What follows belongs to an exercise in optimizing a design on an open flow for small area and a short achievable clock period; a production flow would make more cautious choices. Function was checked by simulation only, so behaviour that the tests miss may differ from the original. No activity file was given, so power comes from the tool's default toggle rates.

== v9 ==
==> flow/design.v (excerpt) <==
module acc_convert (
    input             clk,
    input             rst,
    input             in_valid,
    input      [1:0]  op,
    input             sat,
    input      [5:0]  sh,
    input      [71:0] acc_in,
    input      [31:0] d_in,
    output reg        out_valid,
    output     [31:0] d_out,
    output     [71:0] acc_out,
    output            flag_v,
    output            flag_av
);
Settings: LEC_CHECK=0, ABC_AREA=1, CAP_MARGIN=20, CORE_MARGIN=2, CORE_UTILIZATION=35, SLEW_MARGIN=20; clock period 25.0 ns.
standard.sh (not shown) runs the stock make flow with config.mk's settings and CLKGATE_MAP_FILE= SYNTH_SCRIPT=/design/flow/synth_recipe.tcl, a recipe that flattens the netlist after the stock synthesis.
==> flow/flow/run.sh <==
#!/bin/bash
# Standard synthesis, then:
#  1. the combinational logic of the standard netlist is mapped again by ABC
#     with an area-oriented script (flow/remap.abc); the flip-flops are kept
#     as they are, with their names and cell types;
#  2. the standard layout steps, with the port buffers a plain buffer cell
#     (flow/bufcell.txt) instead of the delay cell buffer_ports picks by
#     default, timing repair working to a setup slack margin
#     (flow/margin.txt), and max slew / capacitance repaired once more after
#     global route's timing repair (flow/grt_post.tcl).
# Each tool's full output goes to a log file in this folder.
set -euo pipefail
MARGIN=$(cat flow/margin.txt)
BUFCELL=$(cat flow/bufcell.txt)
HERE=$(pwd)

bash standard.sh synth > synth.log 2>&1

R=$HERE/orfs/results/$FLOW_PLATFORM/acc_convert/base
L=$HERE/orfs/logs/$FLOW_PLATFORM/acc_convert/base
LIB=$FLOW_HOME/platforms/$FLOW_PLATFORM/lib/sky130_fd_sc_hd__tt_025C_1v80.lib
DONT=$(grep -o -- "-dont_use [A-Za-z0-9_]*" $L/1_2_yosys.log | sort -u | tr '\n' ' ')
cp $R/1_2_yosys.v $R/1_2_yosys_standard.v
KEEP=""
for c in $(grep -o "sky130_fd_sc_hd__\(df\|dl\|sdf\|edf\)[a-z0-9_]*" $R/1_2_yosys_standard.v | sort -u); do
  KEEP="$KEEP
setattr -mod -set keep_hierarchy 1 $c"
done
cat > remap.ys <<EOT
read_liberty -ignore_miss_func $LIB
read_verilog $R/1_2_yosys_standard.v
hierarchy -top $FLOW_TOP
$KEEP
flatten
opt_clean
abc -script $HERE/flow/remap.abc -liberty $LIB $DONT -D 4000
opt_clean -purge
hilomap -singleton -hicell sky130_fd_sc_hd__conb_1 HI -locell sky130_fd_sc_hd__conb_1 LO
insbuf -buf sky130_fd_sc_hd__buf_4 A X
select $FLOW_TOP
tee -o $HERE/remap_stat.txt stat -liberty $LIB
write_verilog -noattr -nohex -nodec -selected $R/1_2_yosys.v
EOT
YOSYS=$(command -v yosys || echo $FLOW_HOME/../tools/install/yosys/bin/yosys)
$YOSYS -s remap.ys > remap.log 2>&1
rm -f $R/1_synth.odb $R/1_synth.sdc

bash standard.sh SETUP_SLACK_MARGIN=$MARGIN "BUFFER_PORTS_ARGS=-buffer_cell $BUFCELL" \
  POST_GLOBAL_ROUTE_TCL=$HERE/flow/grt_post.tcl finish > layout.log 2>&1
==> flow/flow/margin.txt <==
16
==> flow/flow/remap.abc <==
strash
&get -n
&synch2
&put
dch -f
map -a
strash
dch -f
amap
topo
stime -c
buffer -c
upsize -c
dnsize -c
Other scripts of this flow, unchanged in this note and not shown: flow/flow/bufcell.txt, flow/flow/grt_post.tcl
v9 | stages: all done | timing, DRC, antenna: all pass
For v53, these inputs were changed with respect to v9:
==> flow/flow/margin.txt <==
15.75
--- a/flow/flow/remap.abc
+++ b/flow/flow/remap.abc
@@ -9 +9 @@
-amap
+map -a
Notes after the runs:
Status | v53 and v9 | clean
Of the two values seen for source of the critical timing path, acc_in[71] was produced by v53 and acc_in[47] by v9.
Higher netlist area before placement goes to v53 over v9.
Of v53 and v9, v53 shows the lower sequential power, with v9 above it.
Count of clock-buffer cells in the layout delta for v53 relative to v9: 1 higher
| via count | v53 vs v9 | 146 higher |
Taking v53 as 1.0, v9 lands at 1.20 on critical path depth.
Total number of placement rows (v53 vs. v9) increases by a few percent
Area of the die (lower): v9
Taking v9 over v53, the post-route cell area ratio works out to 1.08.
Combinational share of power on v53 is down relative to v9.
On v53: global-route usage is 1.2 points higher than what v9 gave.
Modified inputs, v52 compared to v53
==> flow/flow/margin.txt <==
15
--- a/flow/flow/remap.abc
+++ b/flow/flow/remap.abc
@@ -5,3 +4,0 @@
-dch -f
-map -a
-strash
Results
- Cmp v52 and v53 / global-route wire length before repair / lower: v52
- Sort v52 and v53 by non-clock buffer area fraction after layout asc -> top: v52
- Comparing v52 and v53, the lower total wirelength of the detailed-routed design is on v52.
- Between v52 and v53, it is v52 whose minimum clock period after layout is higher, by 0.41 ns.
- Summary of v52 over v53: share of post-route cells with drive strength above 1 did not really move; global-route track usage on met1 went down; final instance area did not really move.
- v52 vs v53, instance count: v52 higher
Relative to v52, the following input files were edited for v19:
==> flow/flow/margin.txt <==
16
==> run summary <==
Delta (v19 minus v52): global-route usage +0.37 points; proportion of layout cells with a drive suffix above 1 went up 4.7 points; core box area did not really move; net count after synthesis held.
The end point of the critical path comes out d_out[12] in one run and X[34] in the other, namely in v19 and v52 respectively.
Routed wire in v19 totals more than in v52.
Sequential cell fraction of total power for v19 is lower than for v52.
v19 -> v52: overall die area delta 0, exact match
v52 vs v19, worst setup path startpoint: acc_in[71] vs X[42]
Per the comparison of v19 with v52, total inserted antenna cells increased 2, synthesis-to-finish area growth increased 7.4 points.

---

Setup of run 1:
Starting RTL as in the previous note.
==> flow/design.v (excerpt) <==
module acc_convert (
    input             clk,
    input             rst,
    input             in_valid,
    input      [1:0]  op,
    input             sat,
    input      [5:0]  sh,
    input      [71:0] acc_in,
    input      [31:0] d_in,
    output reg        out_valid,
    output     [31:0] d_out,
    output     [71:0] acc_out,
    output            flag_v,
    output            flag_av
);
Settings: LEC_CHECK=0, ABC_AREA=1, CAP_MARGIN=20, CORE_MARGIN=2, CORE_UTILIZATION=35, SLEW_MARGIN=20; clock period 25.0 ns.
==> flow/flow/bufcell.txt <==
sky130_fd_sc_hd__buf_1
==> flow/flow/grt_post.tcl <==
# Runs at the end of ORFS's global route step (POST_GLOBAL_ROUTE_TCL).
# Timing repair can leave a driver over its max slew or capacitance (a
# cloned gate's loads, say); repair those once more on the global-route
# parasitics, then legalize and reroute the changed nets, as the global
# route step itself does after its own repairs.
estimate_parasitics -global_routing
repair_design_helper
global_route -start_incremental
detailed_placement
global_route -end_incremental
estimate_parasitics -global_routing
write_guides $::env(RESULTS_DIR)/route.guide
==> flow/flow/margin.txt <==
15
==> flow/flow/remap.abc <==
strash
&get -n
&synch2
&put
dch -f
map -a
strash
dch -f
map -a
topo
stime -c
buffer -c
upsize -c
dnsize -c
Scripts as last shown in full above: flow/flow/run.sh
For run 2, these inputs were changed with respect to run 1:
--- a/flow/flow/run.sh
+++ b/flow/flow/run.sh
@@ -9,3 +9,4 @@
 #     (flow/margin.txt), and max slew / capacitance repaired once more after
-#     global route's timing repair (flow/grt_post.tcl).
+#     global route's timing repair (flow/grt_post.tcl); timing is repaired
+#     only after global route, not already after CTS.
 # Each tool's full output goes to a log file in this folder.
@@ -48,2 +49,2 @@
 bash standard.sh SETUP_SLACK_MARGIN=$MARGIN "BUFFER_PORTS_ARGS=-buffer_cell $BUFCELL" \
-  POST_GLOBAL_ROUTE_TCL=$HERE/flow/grt_post.tcl finish > layout.log 2>&1
+  POST_GLOBAL_ROUTE_TCL=$HERE/flow/grt_post.tcl SKIP_CTS_REPAIR_TIMING=1 finish > layout.log 2>&1
==> flow/flow/margin.txt <==
16
Global-route usage: run 2 vs run 1 — no meaningful difference
Run 1 finished all stages; the layout is clean.
Run 2 completed every stage of the flow, and the final layout passed the timing, DRC and antenna checks.
Run 2 vs run 1, number of buffers and inverters on the critical path went up by 3.
[run 2 vs run 1] combinational power: higher in run 2
Count of sequential standard cells: run 2 vs run 1 identical
Summary of the comparison: count of non-CTS inverters in the layout is higher in run 2, relative to run 1.
Re proportion of power drawn by combinational gates: run 1 was lower than run 2.
Between run 1 and run 2, final design utilization is lower for run 1, run 2 comes in above that.
Power: run 2 draws more than run 1
Here is what was changed in the inputs of run 3 compared with run 2.
--- a/flow/flow/run.sh
+++ b/flow/flow/run.sh
@@ -9,4 +9,3 @@
 #     (flow/margin.txt), and max slew / capacitance repaired once more after
-#     global route's timing repair (flow/grt_post.tcl); timing is repaired
-#     only after global route, not already after CTS.
+#     global route's timing repair (flow/grt_post.tcl).
 # Each tool's full output goes to a log file in this folder.
@@ -49,2 +48,2 @@
 bash standard.sh SETUP_SLACK_MARGIN=$MARGIN "BUFFER_PORTS_ARGS=-buffer_cell $BUFCELL" \
-  POST_GLOBAL_ROUTE_TCL=$HERE/flow/grt_post.tcl SKIP_CTS_REPAIR_TIMING=1 finish > layout.log 2>&1
+  POST_GLOBAL_ROUTE_TCL=$HERE/flow/grt_post.tcl finish > layout.log 2>&1
==> flow/flow/margin.txt <==
15.5
### Flow results
Measured against each other, run 3 and run 2 differ in via count, the higher figure coming from run 2. Run 3 consumes less power than run 2 does. Fmax: run 3 lower than run 2. Comparing final area for run 3 and run 2, the smaller number came from run 3. The final reports for run 3 and run 2 show post-route fraction of the period consumed by the critical path higher in the former. Against run 2, remaining max-slew budget at the tightest pin in run 3 came out better. Run 3 vs. run 2: multi-input combinational cell area went down by about 4.4%. ~same number of max-cap violations in run 3 and run 2. Against run 2, static leakage power in run 3 fell by a little under 10%. Compared with run 2, in run 3 layout overhead on the synthesized area has decreased; global-route usage saw an increase.
### run 3 -> run 4
==> flow/flow/run.sh <==
#!/bin/bash
# Standard synthesis, then the standard layout steps with these changes:
# the port buffers are a plain buffer cell (flow/bufcell.txt) instead of
# the delay cell buffer_ports picks by default; timing repair works to a
# setup slack margin (flow/margin.txt) so that it shortens the achieved
# period; and after global route's timing repair, max slew and capacitance
# are repaired once more (flow/grt_post.tcl).  Each step's full output goes
# to a log file here.
set -euo pipefail
MARGIN=$(cat flow/margin.txt)
BUFCELL=$(cat flow/bufcell.txt)
bash standard.sh synth > synth.log 2>&1
bash standard.sh SETUP_SLACK_MARGIN=$MARGIN "BUFFER_PORTS_ARGS=-buffer_cell $BUFCELL" \
  POST_GLOBAL_ROUTE_TCL=$(pwd)/flow/grt_post.tcl finish > layout.log 2>&1
==> flow/flow/margin.txt <==
16
removed: flow/flow/remap.abc
[summary]
- Total length of routed wires is lower on run 4
- The placed standard-cell area in run 3 is 0.838 times that in run 4.
- Run 4 ends up with lower fraction of final layout cells sized beyond drive strength 1 than run 3 does.
- Run comparison: run 3 critical path launch point acc_in[71]; run 4 critical path launch point sh[1]
- Compared with run 3, run 4 shows a total non-filler cell area in the finished layout that is 21% higher.
- Changes observed in run 4 relative to run 3: post-synth design cell area shows an increase of 2800 µm²; sequential power share shows a reduction of 2.6 points; final instance count without filler cells shows an increase of about 20%.
What run 5 does differently from run 4 at the input level:
==> flow/flow/run.sh <==
#!/bin/bash
# Standard synthesis, then:
#  1. the combinational logic of the standard netlist is mapped again by ABC
#     with an area-oriented script (flow/remap.abc); the flip-flops are kept
#     as they are, with their names and cell types;
#  2. the standard layout steps, with the port buffers a plain buffer cell
#     (flow/bufcell.txt) instead of the delay cell buffer_ports picks by
#     default, timing repair working to a setup slack margin
#     (flow/margin.txt), and max slew / capacitance repaired once more after
#     global route's timing repair (flow/grt_post.tcl).
# Each tool's full output goes to a log file in this folder.
set -euo pipefail
MARGIN=$(cat flow/margin.txt)
BUFCELL=$(cat flow/bufcell.txt)
HERE=$(pwd)

bash standard.sh synth > synth.log 2>&1

R=$HERE/orfs/results/$FLOW_PLATFORM/acc_convert/base
L=$HERE/orfs/logs/$FLOW_PLATFORM/acc_convert/base
LIB=$FLOW_HOME/platforms/$FLOW_PLATFORM/lib/sky130_fd_sc_hd__tt_025C_1v80.lib
DONT=$(grep -o -- "-dont_use [A-Za-z0-9_]*" $L/1_2_yosys.log | sort -u | tr '\n' ' ')
cp $R/1_2_yosys.v $R/1_2_yosys_standard.v
KEEP=""
for c in $(grep -o "sky130_fd_sc_hd__\(df\|dl\|sdf\|edf\)[a-z0-9_]*" $R/1_2_yosys_standard.v | sort -u); do
  KEEP="$KEEP
setattr -mod -set keep_hierarchy 1 $c"
done
cat > remap.ys <<EOT
read_liberty -ignore_miss_func $LIB
read_verilog $R/1_2_yosys_standard.v
hierarchy -top $FLOW_TOP
$KEEP
flatten
opt_clean
abc -script $HERE/flow/remap.abc -liberty $LIB $DONT -D 4000
opt_clean -purge
hilomap -singleton -hicell sky130_fd_sc_hd__conb_1 HI -locell sky130_fd_sc_hd__conb_1 LO
insbuf -buf sky130_fd_sc_hd__buf_4 A X
select $FLOW_TOP
tee -o $HERE/remap_stat.txt stat -liberty $LIB
write_verilog -noattr -nohex -nodec -selected $R/1_2_yosys.v
EOT
YOSYS=$(command -v yosys || echo $FLOW_HOME/../tools/install/yosys/bin/yosys)
$YOSYS -s remap.ys > remap.log 2>&1
rm -f $R/1_synth.odb $R/1_synth.sdc

bash standard.sh SETUP_SLACK_MARGIN=$MARGIN "BUFFER_PORTS_ARGS=-buffer_cell $BUFCELL" \
  POST_GLOBAL_ROUTE_TCL=$HERE/flow/grt_post.tcl finish > layout.log 2>&1
==> flow/flow/remap.abc (new file) <==
strash
&get -n
&synch2
&put
dch -f
map -a
strash
dch -f
map -a
topo
stime -c
buffer -c
upsize -c
dnsize -c
Findings:
Multi-input combinational cell count: run 5 vs run 4 down about 22%
Power: run 5 draws less than run 4
Remaining antenna violation count: run 4 vs run 5 identical
Final critical path time including I/O delays and setup delta (run 5 − run 4): unfavourable

==> afterwards: timing with drivers on the ports <==
How much do the figures lean on ideal ports? The routed layouts below were timed once more, with nothing changed but the port constraints.
Step 1 (the two cells are an assumption about what drives the block):
set clk [get_ports {clk}]
set_driving_cell -lib_cell sky130_fd_sc_hd__clkbuf_16 $clk
set_driving_cell -lib_cell sky130_fd_sc_hd__buf_2 [delete_from_list [all_inputs] $clk]
Step 2 also shifts input and output timing later by t, the mid clock arrival at the registers, as if the neighbouring blocks saw the same clock.
a / b / c = ideal / step 1 / step 2; a / b = the first two.
run	t, ns	slack for setup (ns)	worst setup path at the end	latest minus earliest clock arrival (ns)	cell pins on the clock port's net
v9	0.331	15.917 / 15.927 / 15.596	input to register	0.007 / 0.007	1
v53	0.332	15.745 / 15.760 / 15.428	input to register	0.009 / 0.010	1
v52	0.332	15.338 / 15.352 / 15.020	input to register	0.008 / 0.008	1
v19	0.330	15.934 / 15.897 / 15.861	input to register	0.008 / 0.008	1
run 1	0.335	15.285 / 15.301 / 14.966	input to register	0.010 / 0.010	1
run 2	0.333	16.024 / 16.018 / 15.686	input to register	0.010 / 0.011	1
run 3	0.332	15.634 / 15.645 / 15.313	input to register	0.011 / 0.011	1
run 4	0.352	16.250 / 16.251 / 15.925	input to register	0.018 / 0.017	1
run 5	0.335	16.075 / 16.079 / 15.744	input to register	0.009 / 0.009	1
After both steps setup and hold are still met in every run listed. The setup slack of run 2, which loses most, moves by -0.006 ns with the drivers and by -0.338 ns with both steps.
